This is an optimization exercise on Yosys and OpenROAD, whose aim is small area, a short achievable clock period and few clock cycles per item, not a production implementation. The RTL was checked by simulation tests, not by an equivalence proof against the original design. Power figures rest on the tool's default switching activity, not on a simulated workload.

==> inputs of build 75 <==
Design meas_stream, start of the top module:
module meas_stream (
  input  wire        clk,
  input  wire        rst_n,
  input  wire        in_valid,
  output wire        in_ready,
  input  wire        in_cfg,
  input  wire [31:0] in_word,
  input  wire [3:0]  cfg_rank_win,
  input  wire [3:0]  cfg_rank,
  input  wire [2:0]  cfg_resp,
  input  wire [23:0] cfg_offset,
  input  wire [31:0] cfg_gain,
  output reg         out_valid,
  output reg  [31:0] out_value,
  output reg         out_sat,
  output reg         err_valid,
  output reg         err_fault
);
Settings: LEC_CHECK=0, CAP_MARGIN=20, CORE_MARGIN=2, CORE_UTILIZATION=40, CTS_BUF_LIST=sky130_fd_sc_hd__clkbuf_8 sky130_fd_sc_hd__clkbuf_16, CTS_CLUSTER_DIAMETER=70, CTS_CLUSTER_SIZE=22, SLEW_MARGIN=20, SYNTH_MEMORY_MAX_BITS=65536; clock period 15.0 ns.
standard.sh (not shown) runs the stock make flow with config.mk's settings and CLKGATE_MAP_FILE= SYNTH_SCRIPT=/design/flow/synth_recipe.tcl, a recipe that flattens the netlist after the stock synthesis.
==> flow/flow/run.sh <==
#!/bin/bash
# Standard ORFS layout (the standard.sh: standard synthesis, floorplan,
# placement, CTS, routing, finish) with two repair settings changed:
#  - the timing repair steps aim for a setup slack well above the 15 ns
#    constraint, so that they work on the design's real critical paths
#    (the clock period and the SDC are unchanged);
#  - gate sizing may pick any drive strength, not only cells of the same
#    footprint.
# The tools' output goes to make_finish.log in this folder (ORFS also keeps
# its per-step logs under orfs/logs).
set -euo pipefail
MARGIN=${MARGIN:-10.75}
bash standard.sh SETUP_SLACK_MARGIN=$MARGIN MATCH_CELL_FOOTPRINT=0 finish > make_finish.log 2>&1
==> build 10 (differences from build 75) <==
--- a/flow/design.v
+++ b/flow/design.v
@@ -157,11 +157,10 @@
     for (mc = 0; mc < 8; mc = mc + 1) begin
       c_lt[mc] = par_ok ? (r0_word[23:0] < win[mc]) : (mc == 0 ? 1'b0 : wlt[0][mc]);
       c_gt[mc] = par_ok ? (r0_word[23:0] > win[mc]) : (mc == 0 ? 1'b0 : wgt[0][mc]);
     end
   end
-  reg         err_v2, err_f2;     
   reg         v2, o2, sat2;
   reg  [8:0]  wm2;
   reg  [9:1]  wh2;       
   reg  [2:0]  rs2, q2;
   reg         fr2;
@@ -180,20 +179,16 @@
       last_refns <= 1'b0;
       v2 <= 1'b0;
       tk2 <= 1'b0; tk3 <= 1'b0; tk4 <= 1'b0; tk5 <= 1'b0; tk6 <= 1'b0; tk7 <= 1'b0;
       err_valid <= 1'b0;
       err_fault <= 1'b0;
-      err_v2    <= 1'b0;
-      err_f2    <= 1'b0;
     end else begin
       tk2 <= s1_cfg; tk3 <= tk2; tk4 <= tk3; tk5 <= tk4; tk6 <= tk5; tk7 <= tk6;
       if (tk6) off_cur  <= off_new;
       if (tk7) gain_cur <= gain_new;
-      err_v2    <= s1_word & ~par_ok;
-      err_f2    <= s1_word & ~par_ok & (fail_run == 2'd1);
-      err_valid <= err_v2;
-      err_fault <= err_f2;
+      err_valid <= s1_word & ~par_ok;
+      err_fault <= s1_word & ~par_ok & (fail_run == 2'd1);
       v2 <= s1_word;
       if (s1_cfg) begin
         cur_rw <= r0_rw;
         cur_rk <= r0_rk;
         cur_rs <= r0_rs;
- CTS_BUF_LIST: sky130_fd_sc_hd__clkbuf_8 sky130_fd_sc_hd__clkbuf_16 -> unset
==> build 29 (differences from build 75) <==
--- a/flow/design.v
+++ b/flow/design.v
@@ -157,11 +157,10 @@
     for (mc = 0; mc < 8; mc = mc + 1) begin
       c_lt[mc] = par_ok ? (r0_word[23:0] < win[mc]) : (mc == 0 ? 1'b0 : wlt[0][mc]);
       c_gt[mc] = par_ok ? (r0_word[23:0] > win[mc]) : (mc == 0 ? 1'b0 : wgt[0][mc]);
     end
   end
-  reg         err_v2, err_f2;     
   reg         v2, o2, sat2;
   reg  [8:0]  wm2;
   reg  [9:1]  wh2;       
   reg  [2:0]  rs2, q2;
   reg         fr2;
@@ -180,20 +179,16 @@
       last_refns <= 1'b0;
       v2 <= 1'b0;
       tk2 <= 1'b0; tk3 <= 1'b0; tk4 <= 1'b0; tk5 <= 1'b0; tk6 <= 1'b0; tk7 <= 1'b0;
       err_valid <= 1'b0;
       err_fault <= 1'b0;
-      err_v2    <= 1'b0;
-      err_f2    <= 1'b0;
     end else begin
       tk2 <= s1_cfg; tk3 <= tk2; tk4 <= tk3; tk5 <= tk4; tk6 <= tk5; tk7 <= tk6;
       if (tk6) off_cur  <= off_new;
       if (tk7) gain_cur <= gain_new;
-      err_v2    <= s1_word & ~par_ok;
-      err_f2    <= s1_word & ~par_ok & (fail_run == 2'd1);
-      err_valid <= err_v2;
-      err_fault <= err_f2;
+      err_valid <= s1_word & ~par_ok;
+      err_fault <= s1_word & ~par_ok & (fail_run == 2'd1);
       v2 <= s1_word;
       if (s1_cfg) begin
         cur_rw <= r0_rw;
         cur_rk <= r0_rk;
         cur_rs <= r0_rs;
--- a/flow/flow/run.sh
+++ b/flow/flow/run.sh
@@ -7,7 +7,7 @@
 #  - gate sizing may pick any drive strength, not only cells of the same
 #    footprint.
 # The tools' output goes to make_finish.log in this folder (ORFS also keeps
 # its per-step logs under orfs/logs).
 set -euo pipefail
-MARGIN=${MARGIN:-10.75}
+MARGIN=${MARGIN:-10.5}
 bash standard.sh SETUP_SLACK_MARGIN=$MARGIN MATCH_CELL_FOOTPRINT=0 finish > make_finish.log 2>&1
- CORE_UTILIZATION: 40 -> 55
- CTS_BUF_LIST: sky130_fd_sc_hd__clkbuf_8 sky130_fd_sc_hd__clkbuf_16 -> unset
- PLACE_DENSITY: unset -> 0.68
==> trial 5 (differences from build 75) <==
--- a/flow/design.v
+++ b/flow/design.v
@@ -157,11 +157,10 @@
     for (mc = 0; mc < 8; mc = mc + 1) begin
       c_lt[mc] = par_ok ? (r0_word[23:0] < win[mc]) : (mc == 0 ? 1'b0 : wlt[0][mc]);
       c_gt[mc] = par_ok ? (r0_word[23:0] > win[mc]) : (mc == 0 ? 1'b0 : wgt[0][mc]);
     end
   end
-  reg         err_v2, err_f2;     
   reg         v2, o2, sat2;
   reg  [8:0]  wm2;
   reg  [9:1]  wh2;       
   reg  [2:0]  rs2, q2;
   reg         fr2;
@@ -180,20 +179,16 @@
       last_refns <= 1'b0;
       v2 <= 1'b0;
       tk2 <= 1'b0; tk3 <= 1'b0; tk4 <= 1'b0; tk5 <= 1'b0; tk6 <= 1'b0; tk7 <= 1'b0;
       err_valid <= 1'b0;
       err_fault <= 1'b0;
-      err_v2    <= 1'b0;
-      err_f2    <= 1'b0;
     end else begin
       tk2 <= s1_cfg; tk3 <= tk2; tk4 <= tk3; tk5 <= tk4; tk6 <= tk5; tk7 <= tk6;
       if (tk6) off_cur  <= off_new;
       if (tk7) gain_cur <= gain_new;
-      err_v2    <= s1_word & ~par_ok;
-      err_f2    <= s1_word & ~par_ok & (fail_run == 2'd1);
-      err_valid <= err_v2;
-      err_fault <= err_f2;
+      err_valid <= s1_word & ~par_ok;
+      err_fault <= s1_word & ~par_ok & (fail_run == 2'd1);
       v2 <= s1_word;
       if (s1_cfg) begin
         cur_rw <= r0_rw;
         cur_rk <= r0_rk;
         cur_rs <= r0_rs;
--- a/flow/flow/run.sh
+++ b/flow/flow/run.sh
@@ -7,7 +7,7 @@
 #  - gate sizing may pick any drive strength, not only cells of the same
 #    footprint.
 # The tools' output goes to make_finish.log in this folder (ORFS also keeps
 # its per-step logs under orfs/logs).
 set -euo pipefail
-MARGIN=${MARGIN:-10.75}
+MARGIN=${MARGIN:-10.5}
 bash standard.sh SETUP_SLACK_MARGIN=$MARGIN MATCH_CELL_FOOTPRINT=0 finish > make_finish.log 2>&1
- CTS_BUF_LIST: sky130_fd_sc_hd__clkbuf_8 sky130_fd_sc_hd__clkbuf_16 -> unset
==> comparison <==
In build 75 the critical path depth is lower than in trial 5, by 10.
Against trial 5, the die area of build 29 is lower by about 27%.
Global-route usage, highest first: build 29, build 75, build 10, trial 5.
Design area: build 29 < build 75 < trial 5 < build 10.
Utilization: trial 5 < build 10 < build 75 < build 29.
Sequential share of layout area, highest first: build 29, build 75, trial 5, build 10.
In build 10 the flip-flop and latch count is lower than in build 75, by 2.
Non-clock buffer count, highest first: build 75, build 29, build 10, trial 5.
In power, trial 5 and build 75 hardly differ.
Testbench counts of build 75, summed over its fixed seeds: cycles 29,088, items 28,800.
Testbench counts of build 10, summed over its fixed seeds: cycles 29,088, items 28,800.
Testbench counts of build 29, summed over its fixed seeds: cycles 29,088, items 28,800.
Testbench counts of trial 5, summed over its fixed seeds: cycles 29,088, items 28,800.


==> inputs of run a <==
Another version of the RTL of meas_stream (not shown whole).
Settings: LEC_CHECK=0, CAP_MARGIN=20, CORE_MARGIN=2, CORE_UTILIZATION=40, SLEW_MARGIN=20, SYNTH_MEMORY_MAX_BITS=65536; clock period 15.0 ns.
==> flow/flow/run.sh <==
#!/bin/bash
# Standard ORFS layout (the standard.sh: standard synthesis, floorplan,
# placement, CTS, routing, finish), with the timing repair steps asked to
# aim for a setup slack well above the 15 ns constraint so that they work
# on the design's real critical paths. The clock period and the SDC are
# unchanged. Every tool's output goes to make_*.log in this folder.
set -euo pipefail
MARGIN=${MARGIN:-10.4}
bash standard.sh SETUP_SLACK_MARGIN=$MARGIN finish > make_finish.log 2>&1
==> inputs of run b, as changes to run a <==
==> flow/run.sh (new file) <==
#!/bin/bash
# synth_recipe.tcl (not shown) runs the flow's synth.tcl, then flattens the netlist and writes it again
# the make line also repeats each setting of config.mk as NAME=value (left out here)
make -C /OpenROAD-flow-scripts/flow DESIGN_CONFIG=/design/flow/config.mk WORK_HOME=/design/flow/orfs CLKGATE_MAP_FILE= SYNTH_SCRIPT=/design/flow/synth_recipe.tcl finish
removed: flow/flow/run.sh
removed: flow/standard.sh
==> flow_summary.json <==
{
  "status": "timing/DRC/antenna clean",
  "buffers": 413,
  "finalWorstPathRequiredPeriod_ps": 5090,
  "p_int_w": 0.0201,
  "grt_use_met3_pct": 6.23,
  "area_growth_pct": 10.6,
  "final_cells": 20544,
  "ctsResizeCount": 0,
  "crit_top_cell": "o21ai_0",
  "setup_slack_ps": 9910,
  "p_seq_share_pct": 34.7,
  "clk_pin_slew_ps": 70,
  "rr_worst_depth": 17,
  "p_sw_w": 0.0117,
  "antenna_found_initial": 28
}
-- figures above: run b

==> flow_summary.json <==
{
  "crit_top_cell": "fa_1",
  "area_growth_pct": 11.1,
  "rr_worst_depth": 9,
  "buffers": 444,
  "setup_slack_ps": 10330,
  "p_seq_share_pct": 34.6,
  "antenna_found_initial": 29,
  "grt_use_met3_pct": 6.29,
  "ctsResizeCount": 101,
  "finalWorstPathRequiredPeriod_ps": 4670,
  "fin_tns_setup_ps": 0,
  "clk_pin_slew_ps": 60,
  "status": "timing/DRC/antenna clean"
}
-- figures above: run a

Testbench counts of run a, summed over its fixed seeds: cycles 29,088, items 28,800.
Testbench counts of run b, summed over its fixed seeds: cycles 29,088, items 28,800.

## separate check: timing with driven ports
The flow's constraints put no driver on any port. The routed layouts listed below were extracted and timed again, unchanged, in two steps. Step 1 (the two cells are an assumption about what drives the block):
set clk [get_ports {clk}]
set_driving_cell -lib_cell sky130_fd_sc_hd__clkbuf_16 $clk
set_driving_cell -lib_cell sky130_fd_sc_hd__buf_2 [delete_from_list [all_inputs] $clk]
Step 2 also shifts input and output timing later by t, the mid clock arrival at the registers, as if the neighbouring blocks saw the same clock. a / b / c = ideal ports / drivers / drivers and shift; a / b = the first two.
| run | t (ns) | slack for setup (ns) | latest minus earliest clock arrival (ns) | worst register clock-pin slew, ns |
|---|---|---|---|---|
| build 75 | 1.079 | 10.542 / 10.443 / 10.100 | 0.096 / 0.096 | 0.11 / 0.11 |
| build 10 | 1.092 | 10.536 / 10.415 / 10.457 | 0.115 / 0.115 | 0.10 / 0.10 |
| build 29 | 1.022 | 10.465 / 10.415 / 10.393 | 0.086 / 0.087 | 0.10 / 0.10 |
| trial 5 | 1.087 | 10.511 / 10.416 / 10.434 | 0.106 / 0.107 | 0.10 / 0.10 |
| run a | 1.060 | 10.327 / 10.299 / 10.327 | 0.126 / 0.126 | 0.07 / 0.07 |
| run b | 1.058 | 9.907 / 9.876 / 9.907 | 0.123 / 0.123 | 0.07 / 0.07 |
After both steps setup and hold are still met in every run listed. The setup slack of build 75, which loses most, moves by -0.099 ns with the drivers and by -0.442 ns with both steps.
